Background: an optimization exercise with open tools, aiming at small area, a short achievable clock period and few clock cycles. Do not read the settings as production practice.
RTL that was checked went through simulation tests only; none was proved equivalent to the original.
Power and IR drop assume default switching activity.

v30:
// ledger_cvt
module ledger_cvt (
    input  wire         clk,
    input  wire         rst,
    input  wire         in_valid,
    output wire         in_ready,
    input  wire [127:0] in_word,
    input  wire [9:0]   in_eref,
    input  wire [1:0]   in_fmt,      
    input  wire [1:0]   in_mode,     
    input  wire         in_flush,    
    output reg          out_valid,
    output reg  [31:0]  out_bits,
    output reg          out_range
);
    assign in_ready = 1'b1;
    reg         v0;
    reg [127:0] word0;
    reg [9:0]   eref0;
    reg [1:0]   fmt0, mode0;
    reg         flush0;
    always @(posedge clk) begin
        v0     <= rst ? 1'b0 : in_valid;
        word0  <= in_word;
        eref0  <= in_eref;
        fmt0   <= in_fmt;
        mode0  <= in_mode;
        flush0 <= in_flush;
    end
    wire [24:0] win;
    wire        sticky, neg, is_nan, is_sat, is_zero;
    wire [7:0]  t;
    wire [10:0] ep;
    ledger_cvt_core core (
        .word(word0), .eref(eref0), .fmt(fmt0),
        .win(win), .sticky(sticky), .neg(neg), .t(t), .ep(ep),
        .is_nan(is_nan), .is_sat(is_sat), .is_zero(is_zero));
    reg         v1;
    reg [24:0]  win1;
    reg         sticky1, neg1, nan1, sat1, zero1;
    reg [7:0]   t1;
    reg [10:0]  ep1;
    reg [1:0]   fmt1, mode1;
    reg         flush1;
    always @(posedge clk) begin
        v1      <= rst ? 1'b0 : v0;
        win1    <= win;
        sticky1 <= sticky;
        neg1    <= neg;
        t1      <= t;
        ep1     <= ep;
        nan1    <= is_nan;
        sat1    <= is_sat;
        zero1   <= is_zero;
        fmt1    <= fmt0;
        mode1   <= mode0;
        flush1  <= flush0;
    end
    wire [31:0] bits;
    wire        range;
    ledger_cvt_pack pack (
        .win(win1), .sticky(sticky1), .neg(neg1), .t(t1), .ep(ep1),
        .is_nan(nan1), .is_sat(sat1), .is_zero(zero1), .fmt(fmt1), .mode(mode1), .flush(flush1),
        .bits(bits), .range(range));
    always @(posedge clk) begin
        out_valid <= rst ? 1'b0 : v1;
  ...
Size in the first run: roughly 11000 µm² of cells after synthesis.
export LEC_CHECK = 0
export CAP_MARGIN = 20
export CORE_MARGIN = 2
export CORE_UTILIZATION = 50
export CTS_CLUSTER_SIZE = 20
export PLACE_DENSITY = 0.7
export SLEW_MARGIN = 20
create_clock -name core_clock -period 35.0 [get_ports {clk}]
standard.sh (not shown) runs the stock make flow with config.mk's settings and CLKGATE_MAP_FILE= SYNTH_SCRIPT=/design/flow/synth_recipe.tcl, a recipe that flattens the netlist after the stock synthesis.
==> flow/flow/run.sh <==
#!/bin/bash
# The standard layout (standard.sh) with four changes:
#  - synthesis maps the logic with an area-oriented ABC script (flow/synth.tcl);
#  - ports are buffered with buf_1 instead of the default buffer cell;
#  - clock tree synthesis adds no dummy loads;
#  - timing repair aims at an 8 ns period (setup margin 27 ns on the 35 ns
#    clock).  The constraints themselves are unchanged.
set -euo pipefail
export MY_WORK_DIR=$(pwd)
export MY_FLOW_DIR=$(pwd)/flow
bash standard.sh "SYNTH_SCRIPT=$MY_FLOW_DIR/synth.tcl" \
  "BUFFER_PORTS_ARGS=-buffer_cell sky130_fd_sc_hd__buf_1" \
  "CTS_ARGS=-sink_clustering_enable -repair_clock_nets -dont_use_dummy_load" \
  "SETUP_SLACK_MARGIN=27" finish > flow_make.log 2>&1
==> flow/flow/area.abc <==
strash; dc2; dch -f; amap
==> flow/flow/synth.tcl <==
# synth_recipe.tcl (the standard synthesis) with one change: ABC maps the
# logic with flow/area.abc, an area-oriented script (amap; the layout flow
# buffers and sizes), instead of ORFS's script.  Registers are mapped before ABC
# runs, so their cells and names are the standard synthesis's.
proc abc {args} {
  set i [lsearch -exact $args -script]
  if {$i >= 0} { lset args [expr {$i + 1}] $::env(MY_FLOW_DIR)/area.abc }
  yosys abc {*}$args
}
source $::env(MY_WORK_DIR)/synth_recipe.tcl
Changes in v40 relative to v30:
- CTS_CLUSTER_SIZE no longer set, was 20
-- flow/flow/run.sh --
<<< v30, line 5
#  - clock tree synthesis adds no dummy loads;
#  - timing repair aims at an 8 ns period (setup margin 27 ns on the 35 ns
#    clock).  The constraints themselves are unchanged.
>>> v40, line 5
#  - clock tree synthesis adds no dummy loads;
#  - timing repair aims at an 8.05 ns period (setup margin 26.95 ns on the 35 ns
#    clock).  The constraints themselves are unchanged.
<<< v30, line 13
  "CTS_ARGS=-sink_clustering_enable -repair_clock_nets -dont_use_dummy_load" \
  "SETUP_SLACK_MARGIN=27" finish > flow_make.log 2>&1
>>> v40, line 13
  "CTS_ARGS=-sink_clustering_enable -repair_clock_nets -dont_use_dummy_load" \
  "SETUP_SLACK_MARGIN=26.95" finish > flow_make.log 2>&1
--- outcome ---
Any difference in delay contributed by the slowest stage of the critical path between v30 and v40 is small enough to ignore.
Comparing v30 with v40, the power came out essentially unchanged.
Looking at v30 and v40, the final area is a wash.
Total number of vias for v40: 61 down relative to v30
Relative to v40, the following input files were edited for v45:
-- flow/flow/run.sh --
<<< v40, line 5
#  - clock tree synthesis adds no dummy loads;
#  - timing repair aims at an 8.05 ns period (setup margin 26.95 ns on the 35 ns
#    clock).  The constraints themselves are unchanged.
>>> v45, line 5
#  - clock tree synthesis adds no dummy loads;
#  - timing repair aims at an 8 ns period (setup margin 27 ns on the 35 ns
#    clock).  The constraints themselves are unchanged.
<<< v40, line 13
  "CTS_ARGS=-sink_clustering_enable -repair_clock_nets -dont_use_dummy_load" \
  "SETUP_SLACK_MARGIN=26.95" finish > flow_make.log 2>&1
>>> v45, line 13
  "CTS_ARGS=-sink_clustering_enable -repair_clock_nets -dont_use_dummy_load" \
  "SETUP_SLACK_MARGIN=27" finish > flow_make.log 2>&1
Results
In the reports for v40 and v45, the larger worst reg-to-reg setup slack belongs to v45.
v45 against v40: via count has increased; setup slack has increased; global-route usage has remained practically unchanged.
Measured against v45, the setup fix buffers added after clock tree synthesis of v40 comes out at 0.926 times the reference value.
v45 vs. v40: average instance area after synthesis now sits at about the same level, detailed router's first-iteration violation count now sits lower.
v40 -> v45: total chip power flat
No functional check of the RTL was part of any run of this note.


== P ==
Another version of the RTL of ledger_cvt (not shown whole).
Size: ~2700 cells after synthesis, roughly 220 flip-flops, roughly 180 I/O pins, about 17000 um^2 of cells after synthesis.
Settings: LEC_CHECK=0, ABC_AREA=1, CAP_MARGIN=20, CORE_MARGIN=2, CORE_UTILIZATION=50, PLACE_DENSITY=0.7, SLEW_MARGIN=20; clock period 35.0 ns.
run.sh (not shown) runs the stock make flow with config.mk's settings and CLKGATE_MAP_FILE= SYNTH_SCRIPT=/design/flow/synth_recipe.tcl, a recipe that flattens the netlist after the stock synthesis.
Stock flow here: none of the scripts above is used.
Testbench counts of P, summed over its fixed seeds: cycles 16,024.
#### Input delta (Q over P)
==> flow/flow/run.sh (new file) <==
#!/bin/bash
# The standard layout (standard.sh) with three changes:
#  - synthesis maps the logic with an area-oriented ABC script (flow/synth.tcl);
#  - ports are buffered with buf_1 instead of the default buffer cell;
#  - (no timing margin)
set -euo pipefail
export MY_WORK_DIR=$(pwd)
export MY_FLOW_DIR=$(pwd)/flow
bash standard.sh "SYNTH_SCRIPT=$MY_FLOW_DIR/synth.tcl" \
  "BUFFER_PORTS_ARGS=-buffer_cell sky130_fd_sc_hd__buf_1" \
  finish > flow_make.log 2>&1
==> flow/flow/area.abc (new file) <==
strash; dch -f; amap; topo; stime -c; buffer -c; upsize -c; dnsize -c
==> flow/flow/synth.tcl (new file) <==
# synth_recipe.tcl (the standard synthesis) with one change: ABC maps the
# logic with flow/area.abc, an area-oriented script (amap, then buffering
# and sizing), instead of ORFS's script.  Registers are mapped before ABC
# runs, so their cells and names are the standard synthesis's.
proc abc {args} {
  set i [lsearch -exact $args -script]
  if {$i >= 0} { lset args [expr {$i + 1}] $::env(MY_FLOW_DIR)/area.abc }
  yosys abc {*}$args
}
source $::env(MY_WORK_DIR)/synth_recipe.tcl
==> flow/standard.sh (new file) <==
#!/bin/bash
# synth_recipe.tcl (not shown) runs the flow's synth.tcl, then flattens the netlist and writes it again
# the make line also repeats each setting of config.mk as NAME=value (left out here)
make -C /OpenROAD-flow-scripts/flow DESIGN_CONFIG=/design/flow/config.mk WORK_HOME=/design/flow/orfs CLKGATE_MAP_FILE= SYNTH_SCRIPT=/design/flow/synth_recipe.tcl "${@:-finish}"
diff --git a/flow/config.mk b/flow/config.mk
--- a/flow/config.mk
+++ b/flow/config.mk
@@ -8 +7,0 @@
-export ABC_AREA = 1
removed: flow/run.sh
Findings:
Q reports a lower number of standard cells in the layout, taps in and fillers out than P does.
Q vs. P: first-pass GRT wire length lower, total buffers and inverters traversed by the critical path +5, layout inverter count without the clock tree has decreased, sequential share of layout area increased 4.2 points.
P ended up with simple AND/OR/NAND/NOR gates as its largest family of logic cells by synthesized area; Q ended up with compound AO/OA/AOI/OAI gates.
Delta (Q minus P): areal power density over the cells saw an increase, hold slack decreased by 4.4 ps relative to the old numbers, detailed placement HPWL moved down.
Side by side, routed wire length on met3 turned out lower in Q than in P.
Modified inputs, R compared to Q
==> flow/run.sh (new file) <==
#!/bin/bash
# synth_recipe.tcl (not shown) runs the flow's synth.tcl, then flattens the netlist and writes it again
# the make line also repeats each setting of config.mk as NAME=value (left out here)
make -C /OpenROAD-flow-scripts/flow DESIGN_CONFIG=/design/flow/config.mk WORK_HOME=/design/flow/orfs CLKGATE_MAP_FILE= SYNTH_SCRIPT=/design/flow/synth_recipe.tcl finish
diff --git a/flow/config.mk b/flow/config.mk
--- a/flow/config.mk
+++ b/flow/config.mk
@@ -8 +8,2 @@
-export CAP_MARGIN = 20
+export ABC_AREA = 1
+export CAP_MARGIN = 50
@@ -12 +13 @@
-export SLEW_MARGIN = 20
+export SLEW_MARGIN = 70
removed: flow/flow/run.sh
removed: flow/flow/area.abc
removed: flow/flow/synth.tcl
removed: flow/standard.sh
- Q: no failed stages, no open violations at the end
- R: all stages complete, timing, DRC and antenna checks passed
- Clock network latency to the later pin of the worst-skew pair delta (Q -> R): insignificant
- On share of the yosys chip area belonging to registers: R sits below Q.
- In R relative to Q, via count had gone up by more than 10%.
- In the metrics for Q and R, the one carrying the higher minimum hold slack is R.
For S, these inputs were changed with respect to R:
==> flow/flow/run.sh (new file) <==
#!/bin/bash
# The standard layout (standard.sh) with three changes:
#  - synthesis maps the logic with an area-oriented ABC script (flow/synth.tcl);
#  - ports are buffered with buf_1 instead of the default buffer cell;
#  - timing repair aims at an 8 ns period (setup margin 27 ns on the 35 ns
#    clock).  The constraints themselves are unchanged.
set -euo pipefail
export MY_WORK_DIR=$(pwd)
export MY_FLOW_DIR=$(pwd)/flow
bash standard.sh "SYNTH_SCRIPT=$MY_FLOW_DIR/synth.tcl" \
  "BUFFER_PORTS_ARGS=-buffer_cell sky130_fd_sc_hd__buf_1" \
  "SETUP_SLACK_MARGIN=27" finish > flow_make.log 2>&1
==> flow/flow/area.abc (new file) <==
strash; dch -f; amap; topo; stime -c; buffer -c; upsize -c; dnsize -c
==> flow/flow/synth.tcl (new file) <==
# synth_recipe.tcl (the standard synthesis) with one change: ABC maps the
# logic with flow/area.abc, an area-oriented script (amap, then buffering
# and sizing), instead of ORFS's script.  Registers are mapped before ABC
# runs, so their cells and names are the standard synthesis's.
proc abc {args} {
  set i [lsearch -exact $args -script]
  if {$i >= 0} { lset args [expr {$i + 1}] $::env(MY_FLOW_DIR)/area.abc }
  yosys abc {*}$args
}
source $::env(MY_WORK_DIR)/synth_recipe.tcl
==> flow/standard.sh (new file) <==
#!/bin/bash
# synth_recipe.tcl (not shown) runs the flow's synth.tcl, then flattens the netlist and writes it again
# the make line also repeats each setting of config.mk as NAME=value (left out here)
make -C /OpenROAD-flow-scripts/flow DESIGN_CONFIG=/design/flow/config.mk WORK_HOME=/design/flow/orfs CLKGATE_MAP_FILE= SYNTH_SCRIPT=/design/flow/synth_recipe.tcl "${@:-finish}"
diff --git a/flow/config.mk b/flow/config.mk
--- a/flow/config.mk
+++ b/flow/config.mk
@@ -8,2 +8 @@
-export ABC_AREA = 1
-export CAP_MARGIN = 50
+export CAP_MARGIN = 20
@@ -13 +12 @@
-export SLEW_MARGIN = 70
+export SLEW_MARGIN = 20
removed: flow/run.sh
==> summary.txt <==
The lower core utilization came out of S.
Compared with R, in S post-place setup slack shrank by 1020 ps; fraction of area in non-clock buffers shrank by 3.9 points; overall power consumption shrank by about 10%; proportion of layout cells with a drive suffix above 1 grew by 3.5 points; die boundary height shrank by about 6%.
Synthesized cell count delta for S relative to R: 25% lower
Detailed-route wire length on metal 1 in S is 9.5% below R.
S improves on R in area after synthesis.
Inputs modified between S and T:
==> flow/flow/run.sh <==
#!/bin/bash
# The standard layout, with timing repair aimed at an 8.5 ns period
# (setup margin 26.5 ns against the 35 ns clock); constraints unchanged.
set -euo pipefail
bash standard.sh SETUP_SLACK_MARGIN=26.5 finish > flow_make.log 2>&1
diff --git a/flow/config.mk b/flow/config.mk
--- a/flow/config.mk
+++ b/flow/config.mk
@@ -7,0 +8 @@
+export ABC_AREA = 1
removed: flow/flow/area.abc
removed: flow/flow/synth.tcl
Notes after the runs:
T completed end to end with timing, DRC and antenna clean. Between T and S, the difference in clock skew is negligible. Of T and S, it is T that has the higher overall power. For routed wire length, dividing the value from T by the value from S gives 1.11.

separate check: timing with driven ports:
The results above use ideal ports. As a check the final layouts listed here were re-extracted and re-timed, cells and wires unchanged.
Step 1 sets driving cells, clkbuf_16 on the clock port and buf_2 on the other inputs (assumed; they add their load-dependent delay and slew).
Step 2 adds t to the input delays and takes it off the output delays; t is the mean of the earliest and latest rising clock arrival at the registers after step 1. Input paths then give back, and output paths get back, about the clock's delay inside the block.
Three values: ideal ports, drivers, drivers and shift; two values: the first two.
| run | t (ns) | setup slack, ns | worst setup path at the end | worst slew at a driven data input, ns |
|---|---|---|---|---|
| v30 | 0.563 | 27.027 / 26.977 / 27.168 | register to register | 0.06 |
| v40 | 0.564 | 27.015 / 26.964 / 27.074 | register to register | 0.06 |
| v45 | 0.563 | 27.027 / 26.977 / 27.168 | register to register | 0.06 |
| P | 0.597 | 26.566 / 26.513 / 27.110 | register to output | 0.05 |
| Q | 0.611 | 25.715 / 25.715 / 25.715 | register to register | 0.06 |
| R | 0.601 | 26.548 / 26.492 / 27.094 | register to output | 0.05 |
| S | 0.613 | 26.982 / 26.925 / 27.369 | register to register | 0.06 |
| T | 0.597 | 26.566 / 26.513 / 27.110 | register to output | 0.05 |
After both steps every run listed still meets setup and hold.
